Source: an optimization exercise on an open RTL-to-GDS flow (aim: small area and a short achievable clock period). Production flows keep margins and buffers that such runs may drop.
The RTL was checked by simulation tests, not by an equivalence proof against the original design.
Power and IR drop assume default switching activity.

==> flow/design.v (outline; a module is shown in full before it is edited, if it fits) <==
// module bv_cp2: 932 lines
module bv_cp2 (
    input  wire        clk,
    input  wire        rst,         
    input  wire        issue,       
    input  wire [5:0]  op,          
    input  wire [23:0] ga,
    input  wire [23:0] gb,
    output reg         r1_valid,    
    output wire [23:0] r1_data,     
    output reg         r2_valid,    
    output reg  [23:0] r2_data,     
    output reg         r1_ill       
);
  // ...
==> flow/flow/run.sh <==
#!/bin/bash
# The standard layout (the standard.sh, its synthesis unchanged), with
# timing repair asked to leave a setup slack of at least SETUP_SLACK_MARGIN
# ns at the design's clock period: the design's paths are far shorter than
# the period, so without the margin the repair steps do nothing. Every port
# still gets its own buffer, a buf_2 rather than the flow's default choice
# of a delay cell.
# make's full output goes to flow.log; each step's log is under orfs/logs.
set -euo pipefail
bash standard.sh SETUP_SLACK_MARGIN=9 "BUFFER_PORTS_ARGS=-buffer_cell sky130_fd_sc_hd__buf_2" finish > flow.log 2>&1
==> flow/standard.sh <==
#!/bin/bash
# synth_recipe.tcl (not shown) runs the flow's synth.tcl, then flattens the netlist and writes it again
# the make line also repeats each setting of config.mk as NAME=value (left out here)
make -C /OpenROAD-flow-scripts/flow DESIGN_CONFIG=/design/flow/config.mk WORK_HOME=/design/flow/orfs CLKGATE_MAP_FILE= SYNTH_SCRIPT=/design/flow/synth_recipe.tcl "${@:-finish}"
==> flow/config.mk <==
export PLATFORM = sky130hd
export DESIGN_NAME = bv_cp2
export DESIGN_NICKNAME = bv_cp2
export VERILOG_FILES = /design/flow/design.v
export SDC_FILE = /design/flow/constraint.sdc
export NUM_CORES = 4
export LEC_CHECK = 0
export CAP_MARGIN = 20
export CORE_MARGIN = 2
export CORE_UTILIZATION = 50
export PLACE_DENSITY = 0.75
export SLEW_MARGIN = 20
==> flow/constraint.sdc <==
create_clock -name core_clock -period 15.0 [get_ports {clk}]
set_input_delay 3.0000 -clock core_clock [delete_from_list [all_inputs] [get_ports {clk}]]
set_output_delay 3.0000 -clock core_clock [all_outputs]
set_load 0.01 [all_outputs]
==> out/results.txt, run 1 <==
CTS Buf Count - 25
Hold WS - 0.480 ns
Setup WS pre-CTS - 7.36 ns
# hold bufs at CTS - 0
worst vdd ir - 0.228 mV
drt total wl - 105 mm
Largest cell class - multi-input combinational cells
Final Slew Violations - 0
crit path DAT - 6.49 ns
Vias/cell - 6.31
largest family of logic cells by synthesized area - adder cells
grt met2 use - 0.521
synthesized flop and latch total - 218
hold wc startpoint - acc_re[1]
clk tree area frac - 0.0258
status - finished clean
crit-path most repeated cell - fa_1
antenna viol nets, final - 0
Final Hold Fails - 0
sequential share of cell area - 0.139
WL met3 - 14.5 mm
CTS resizes - 98
main flop type after synthesis - dfxtp_1
final worst-path cycle share - 0.404
Root Buffer - clkbuf_16
switching share of power - 0.502
# IOs - 108
xor/xnor share of the synthesized area - 0.121
met1 Track Usage GR - 0.412
synth cell count leaders - inv_1 (440), nand2_1 (331), fa_1 (294), a22oi_1 (287), xnor2_1 (282)
sequential cells - 218
Yosys warnings - 1
Layout Utilization - 0.569
Setup-failing EPs final - 0
Worst Path Max Fanout - 50
Worst R2R Path Depth - 22
Congestion Overflow GR - 0
==> run 2, diff against run 1 <==
--- a/flow/flow/run.sh
+++ b/flow/flow/run.sh
@@ -7,4 +7,4 @@
 # of a delay cell.
 # make's full output goes to flow.log; each step's log is under orfs/logs.
 set -euo pipefail
-bash standard.sh SETUP_SLACK_MARGIN=9 "BUFFER_PORTS_ARGS=-buffer_cell sky130_fd_sc_hd__buf_2" finish > flow.log 2>&1
+bash standard.sh SETUP_SLACK_MARGIN=8.5 "BUFFER_PORTS_ARGS=-buffer_cell sky130_fd_sc_hd__buf_2" finish > flow.log 2>&1
==> run 2 against run 1 <==
Compared with the run above: still clean on timing, DRC and antenna; non-clock buffer count shrank 62; die area is the same; power decreased by 9.1%; sequential power fell by 0.6%; critical path depth decreased by 2; worst setup slack got worse by 0.30 ns; critical endpoint is now acc_re[30]; highest routed layer unchanged.
==> out/results.txt, run 2 <==
global-route wire length before repair - 153 mm
CTS tree - done
Final Slew Violations - 0 (unchanged)
Setup-failing EPs final - 0 (unchanged)
PD cells - 126 mW/mm^2
MaxCap Viol Count - 0
vias in the first global route - 25800
crit path DAT - 6.89 ns (+0.40 ns)
wire per inst - 23.4 um
Hold Crit Endpoint - acc_im[21]
Worst Path Max Fanout - 15 (-70%)
met3 usage in global routing - 0.0815
via count - 26100
grt met2 use - 0.529 (+0.00811)
CP endpoint kind - flop
RSZ-0062 raised after global routing - yes
Initial Util - 0.505
largest cells by area after synthesis - fa_1 (21%), dfxtp_1 (15%), xnor2_1 (8.7%)
CTS Buf Count - 28 (+12%)
Synth cell types - 78
layout cells sized above 1 - 0.0902
count leader, synth - inv_1
leakage power - 13.2 nW
worst path required time - 15.52 ns
Congestion Overflow GR - 0 (unchanged)
Root Buffer - clkbuf_16
synth cell count leaders - inv_1 (440), nand2_1 (331), fa_1 (294), a22oi_1 (287), xnor2_1 (282)
Async SR Flop Fraction - 0
Syn Inst Count - 3519
Cell Chain, Critical Path - buf_6, inv_4, xnor2_1, fa_1, inv_1, fa_1, fa_1, fa_1, inv_1, fa_1, inv_1, ha_1, and2_2, o311ai_4, a2111oi_2, o31a_4, a41o_1, a311oi_2, or4_1, nand3_1
number of synthesized flops with an enable pin - 0
gr usage total - 0.334
Worst R2R Path Depth - 20 (-9.1%)
actual slew at the worst max-slew pin - 1.12 ns
Setup WS pre-CTS - 7.47 ns (+0.107 ns)
Final WS setup - 8.63 ns
# IOs - 108 (unchanged)
clk buf depth - 3
# nets final - 3907
Core ar. - 0.0562 sq mm
antenna viol nets, final - 0 (unchanged)
TritonCTS Sinks - 218
Worst Clk Skew - 0.0154 ns
die width - 242 um
Layout Utilization - 0.541 (-0.0279)
hold wc startpoint - acc_im[21]
critical path's largest stage delay - 0.57 ns
Synth Cell Area - 0.0283 sq mm
Levels on crit path - 20
final worst-path cycle share - 0.424 (+0.0201)
Remaining DRCs - 0
Die H - 242 um
worst-skew pair later-pin latency - 0.59 ns
P&R area growth vs syn - 7.25%
setup bufs post-CTS - 0
Achievable Freq - 157 MHz
largest registers - acc_im (32), acc_re (32), r1r (26)
Final Hold Fails - 0 (unchanged)
min cycle time layout - 6.37 ns
DIE AREA - 0.0586 sq mm
clk slew on worst S/H paths - 0.07 ns
main flop type after synthesis - dfxtp_1
initial antenna violation count - 2
pin count of the biggest net entering global routing - 71
Vias/cell - 6.20 (-1.7%)
status - finished clean
Worst path top cell family by delay - adder cells
sequential fraction of the synthesis area - 0.154
critical path class - flop to flop
synthesized flop and latch total - 218 (unchanged)
Synth top area share - 0.208
Synth area leader - fa_1
Buf/Inv on CP - 5
worst reg2reg path startpoint - ni[2]
Yosys warnings - 1 (unchanged)
Most Used Layer, Global Route - met2
worst vdd ir - 0.216 mV (-5.3%)
Mapped Nets - 4000
commonest non-fill, non-tap cell in the layout - inv_1
FF-to-FF End - acc_re[30]
Std-Cell Rows - 87
fin cells - 4205
reg-to-reg setup timing slack - 8.63 ns
H-tree depth - 1
DRT iter0 DRCs - 3208
most frequent cells in the layout - inv_1 (440), nand2_1 (331), fa_1 (294)
Critical-path top delay cell - fa_1
Slew HR - 0.253
DRT Pass-1 Iters - 7
HPWL Detailed - 69.4 mm
Cells after DPL - 4152
setup TNS - 0 ns
startpoint types - flop
crit-path most repeated cell - fa_1
I/O Buffers - 107
hold path cells - 2
Hold WC Path Type - flop to flop
Placer Congestion - 0.962
Mean Syn Cell Area - 8.05 sq um
met1 Track Usage GR - 0.417 (+0.00461)
drt total wl - 98.3 mm (-6.0%)
-- run 2: logic make-up after synthesis --
| logic type | count (synthesis) | synth area share |
|---|---|---|
| AO/OA/AOI/OAI | 917 | 0.220 |
| AND/OR/NAND/NOR | 764 | 0.121 |
| buffers and inverters | 752 | 0.0998 |
| adder cells (fa/ha/maj) | 425 | 0.265 |
| XOR/XNOR | 392 | 0.121 |
| flip-flops | 218 | 0.154 |
| multiplexers | 51 | 0.0185 |
-- run 2: worst max-delay path by stage --
stage                     start          to  slack (ns)
final                     ni[2]  acc_re[30]        8.63
after global routing      oq[5]  acc_im[31]        8.46
after detailed placement  nq[3]  acc_re[30]        7.47
after CTS                 nq[0]  acc_re[31]        8.44
after global placement    nq[0]  acc_im[30]        7.56
after floorplan           op[2]     r1r[23]        8.82
-- run 2: worst register-to-register path, stage by stage, from the launching register on --
cell and delay, ns:
dfxtp_1 0.33, buf_6 0.29, inv_4 0.23, xnor2_1 0.24
fa_1 0.55, inv_1 0.05, fa_1 0.52, fa_1 0.47
fa_1 0.57, inv_1 0.07, fa_1 0.53, inv_1 0.05
ha_1 0.33, and2_2 0.27, o311ai_4 0.17, a2111oi_2 0.51
o31a_4 0.27, a41o_1 0.24, a311oi_2 0.11, or4_1 0.41
nand3_1 0.08
-- run 2: where the power goes --
part	total (mW)	switching (mW)	internal [mW]
sequential	0.649	0.0333	0.616
clock	0.698	0.308	0.391
combinational	2.47	1.58	0.897
-- run 2: timing repair --
action	in CTS	in global routing
hold buffers	0	0
gates cloned	0	0
endpoints found under the setup margin	72	47
gates resized for setup	18	48
-- run 2: per-layer routing --
layer,vias up,share of wire
li1,11500,-
met1,12400,0.37
met2,1720,0.44
met3,411,0.12
met4,2,0.067
met5,-,0.00010
-- run 2: final cells by class --
cell class | instances | area, sq um
Multi-Input combinational cell | 2549 | 21300
Inverter | 448 | 1700
Antenna cell | 1 | 2.50
Clock inverter | 21 | 220
Timing Repair Buffer | 181 | 1140
Sequential cell | 218 | 4390
Tap cell | 756 | 946
Fill cell | 5353 | 25800
Clock buffer | 31 | 722
-- run 2: metrics by stage --
stage	cell area, sq um	hold slack, ns	power (mW)
5_1_grt	30400	0.505	4.04
3_3_place_gp	29300	0.461	2.98
2_1_floorplan	28300	0.377	2.29
6_report	30400	0.478	3.82
4_1_cts	30200	0.478	3.69
3_5_place_dp	29300	0.473	2.99

separate check: timing with driven ports:
In the flow no input, the clock included, has a driving cell. The finished layouts below were timed again as built, in two steps.
Step 1 sets driving cells, clkbuf_16 on the clock port and buf_2 on the other inputs (assumed; they add their load-dependent delay and slew).
Step 2 also shifts input and output timing later by t, the mid clock arrival at the registers, as if the neighbouring blocks saw the same clock.
Three values: no drivers, after step 1, after step 2; two values: the first two.
run | t (ns) | setup WS [ns] | worst data-port slew with drivers (ns)
run 1 | 0.631 | 8.936 / 8.936 / 8.622 | 0.05
run 2 | 0.639 | 8.634 / 8.634 / 8.198 | 0.05
After both steps setup and hold are still met in every run listed. The setup slack of run 2, which loses most, moves by 0.000 ns with the drivers and by -0.436 ns with both steps.
